What follows belongs to an exercise in optimizing a design on an open flow for small area, a short achievable clock period and few clock cycles per item; a production flow would make more cautious choices.
Only simulation tests tie the RTL to the original design; equivalence was not proved.
Power and IR drop assume default switching activity.

## run a
Design wte_sha384, start of the top module:
module wte_sha384 (
    input  wire         clk,
    input  wire         rst,           
    input  wire         in_valid,
    output wire         in_ready,
    input  wire [63:0]  in_word,
    input  wire         in_first,      
    input  wire         in_last,       
    output wire         out_valid,
    input  wire         out_ready,
    output wire [383:0] out_digest
);
Size: ~2,300 flip-flops, about 460 I/O pins, about 100,000 um^2 of cells after synthesis.
==> flow/config.mk <==
export PLATFORM = sky130hd
export DESIGN_NAME = wte_sha384
export DESIGN_NICKNAME = wte_sha384
export VERILOG_FILES = /design/flow/design.v
export SDC_FILE = /design/flow/constraint.sdc
export NUM_CORES = 4
export LEC_CHECK = 0
export ABC_AREA = 1
export CAP_MARGIN = 40
export CORE_MARGIN = 2
export CORE_UTILIZATION = 40
export CTS_CLUSTER_DIAMETER = 80
export CTS_CLUSTER_SIZE = 30
export PLACE_DENSITY = 0.72
export SLEW_MARGIN = 40
export SYNTH_MEMORY_MAX_BITS = 16384
==> flow/constraint.sdc <==
create_clock -name core_clock -period 11.0 [get_ports {clk}]
set_input_delay 2.2000 -clock core_clock [delete_from_list [all_inputs] [get_ports {clk}]]
set_output_delay 2.2000 -clock core_clock [all_outputs]
set_load 0.01 [all_outputs]
standard.sh (not shown) runs the stock make flow with config.mk's settings and CLKGATE_MAP_FILE= SYNTH_SCRIPT=/design/flow/synth_recipe.tcl, a recipe that flattens the netlist after the stock synthesis.
==> flow/flow/run.sh <==
#!/bin/bash
set -euo pipefail
bash standard.sh SETUP_SLACK_MARGIN=7.2 finish > standard_flow.log 2>&1
Testbench counts of run a, summed over its fixed seeds: cycles 202,356, blocks 2,407.
Inputs modified between run a and run b:
Settings: changing CAP_MARGIN from 40 to 20; changing SLEW_MARGIN from 40 to 20.
Results
- Run b finished every step from synthesis to the final layout, and the layout passed the timing, design-rule and antenna checks.
- Lower reported leakage power goes to run b over run a.
- Compared with run a, run b shows total power draw lower by 0.00022 W.
- Run b vs. run a: final hold slack rose 0.022 ns, core utilization fell 0.20 points, final-layout fill cell count rose 170.
- Between run a and run b, the difference in routed wire length is negligible.


run A:
wte_sha384 again, from the RTL that the note above started with.
## wte_sha384
module wte_sha384 (
    input  wire         clk,
    input  wire         rst,           
    input  wire         in_valid,
    output wire         in_ready,
    input  wire [63:0]  in_word,
    input  wire         in_first,      
    input  wire         in_last,       
    output wire         out_valid,
    input  wire         out_ready,
    output wire [383:0] out_digest
);
export LEC_CHECK = 0
export ABC_AREA = 1
export CAP_MARGIN = 40
export CORE_MARGIN = 2
export CORE_UTILIZATION = 40
export CTS_CLUSTER_DIAMETER = 80
export CTS_CLUSTER_SIZE = 30
export PLACE_DENSITY = 0.72
export SETUP_SLACK_MARGIN = 5
export SLEW_MARGIN = 40
export SYNTH_MEMORY_MAX_BITS = 16384
create_clock -name core_clock -period 11.0 [get_ports {clk}]
run.sh (not shown) runs the stock make flow with config.mk's settings and CLKGATE_MAP_FILE= SYNTH_SCRIPT=/design/flow/synth_recipe.tcl, a recipe that flattens the netlist after the stock synthesis.
Stock flow here: none of the scripts above is used.
Run A finished every step from synthesis to the final layout, and the layout passed the timing, design-rule and antenna checks.
Testbench counts of run A, summed over its fixed seeds: cycles 202,356, blocks 2,407.
--- input diff run A..run B ---
Settings: a deleted SETUP_SLACK_MARGIN that had been 5; a change of CORE_UTILIZATION from 40 to 50.
==> flow/flow/run.sh (new file) <==
#!/bin/bash
set -euo pipefail
bash standard.sh SETUP_SLACK_MARGIN=7.2 finish > standard_flow.log 2>&1
==> flow/standard.sh (new file) <==
#!/bin/bash
# synth_recipe.tcl (not shown) runs the flow's synth.tcl, then flattens the netlist and writes it again
# the make line also repeats each setting of config.mk as NAME=value (left out here)
make -C /OpenROAD-flow-scripts/flow DESIGN_CONFIG=/design/flow/config.mk WORK_HOME=/design/flow/orfs CLKGATE_MAP_FILE= SYNTH_SCRIPT=/design/flow/synth_recipe.tcl "${@:-finish}"
removed: flow/run.sh
Run B completed end to end with timing, DRC and antenna clean. Across both runs, multi-input gate area in the final layout was higher for run B than for run A. Any difference in multi-input combinational cell count between run B and run A is small enough to ignore. Diff run A -> run B | sum of met3 wire segment lengths after detailed routing | up by more than 10%. Of run A and run B, run B shows the higher number of post-CTS setup repair buffers, with run A below it. Comparing the two runs side by side, run B comes out ahead of run A on die area. Higher wire length among run A and run B: run B. Delta (run B minus run A): maximum frequency grew by 41%; sequential power held steady; number of resized instances in the post-cts repair step grew by 1138; final worst setup slack grew by 1570 ps; global-route wire length before repair grew by 54000 microns.

static timing again, ports no longer ideal:
How much do the figures lean on ideal ports? The routed layouts below were timed once more, with nothing changed but the port constraints. Step 1, drivers: a clkbuf_16 drives clk and a buf_2 each remaining input, both assumed. Step 2 adds t to the input delays and takes it off the output delays; t is the mean of the earliest and latest rising clock arrival at the registers after step 1. Input paths then give back, and output paths get back, about the clock's delay inside the block. a / b / c = ideal ports / drivers / drivers and shift; a / b = the first two.
run	t (ns)	setup WS [ns]	latest minus earliest clock arrival (ns)	worst data-port slew with drivers (ns)	pins driven straight from the clock port
run a of note 1	0.931	7.109 / 7.018 / 6.621	0.111 / 0.111	0.08	1
run b of note 1	0.938	7.022 / 7.013 / 6.225	0.124 / 0.124	0.07	1
run A of note 2	0.932	5.606 / 5.606 / 5.606	0.112 / 0.112	0.06	1
run B of note 2	0.933	7.178 / 7.075 / 6.634	0.056 / 0.055	0.10	1
After both steps setup and hold are still met in every run listed. For run b of note 1, which loses most, drivers alone change the setup slack by -0.009 ns; drivers and shift together by -0.797 ns.
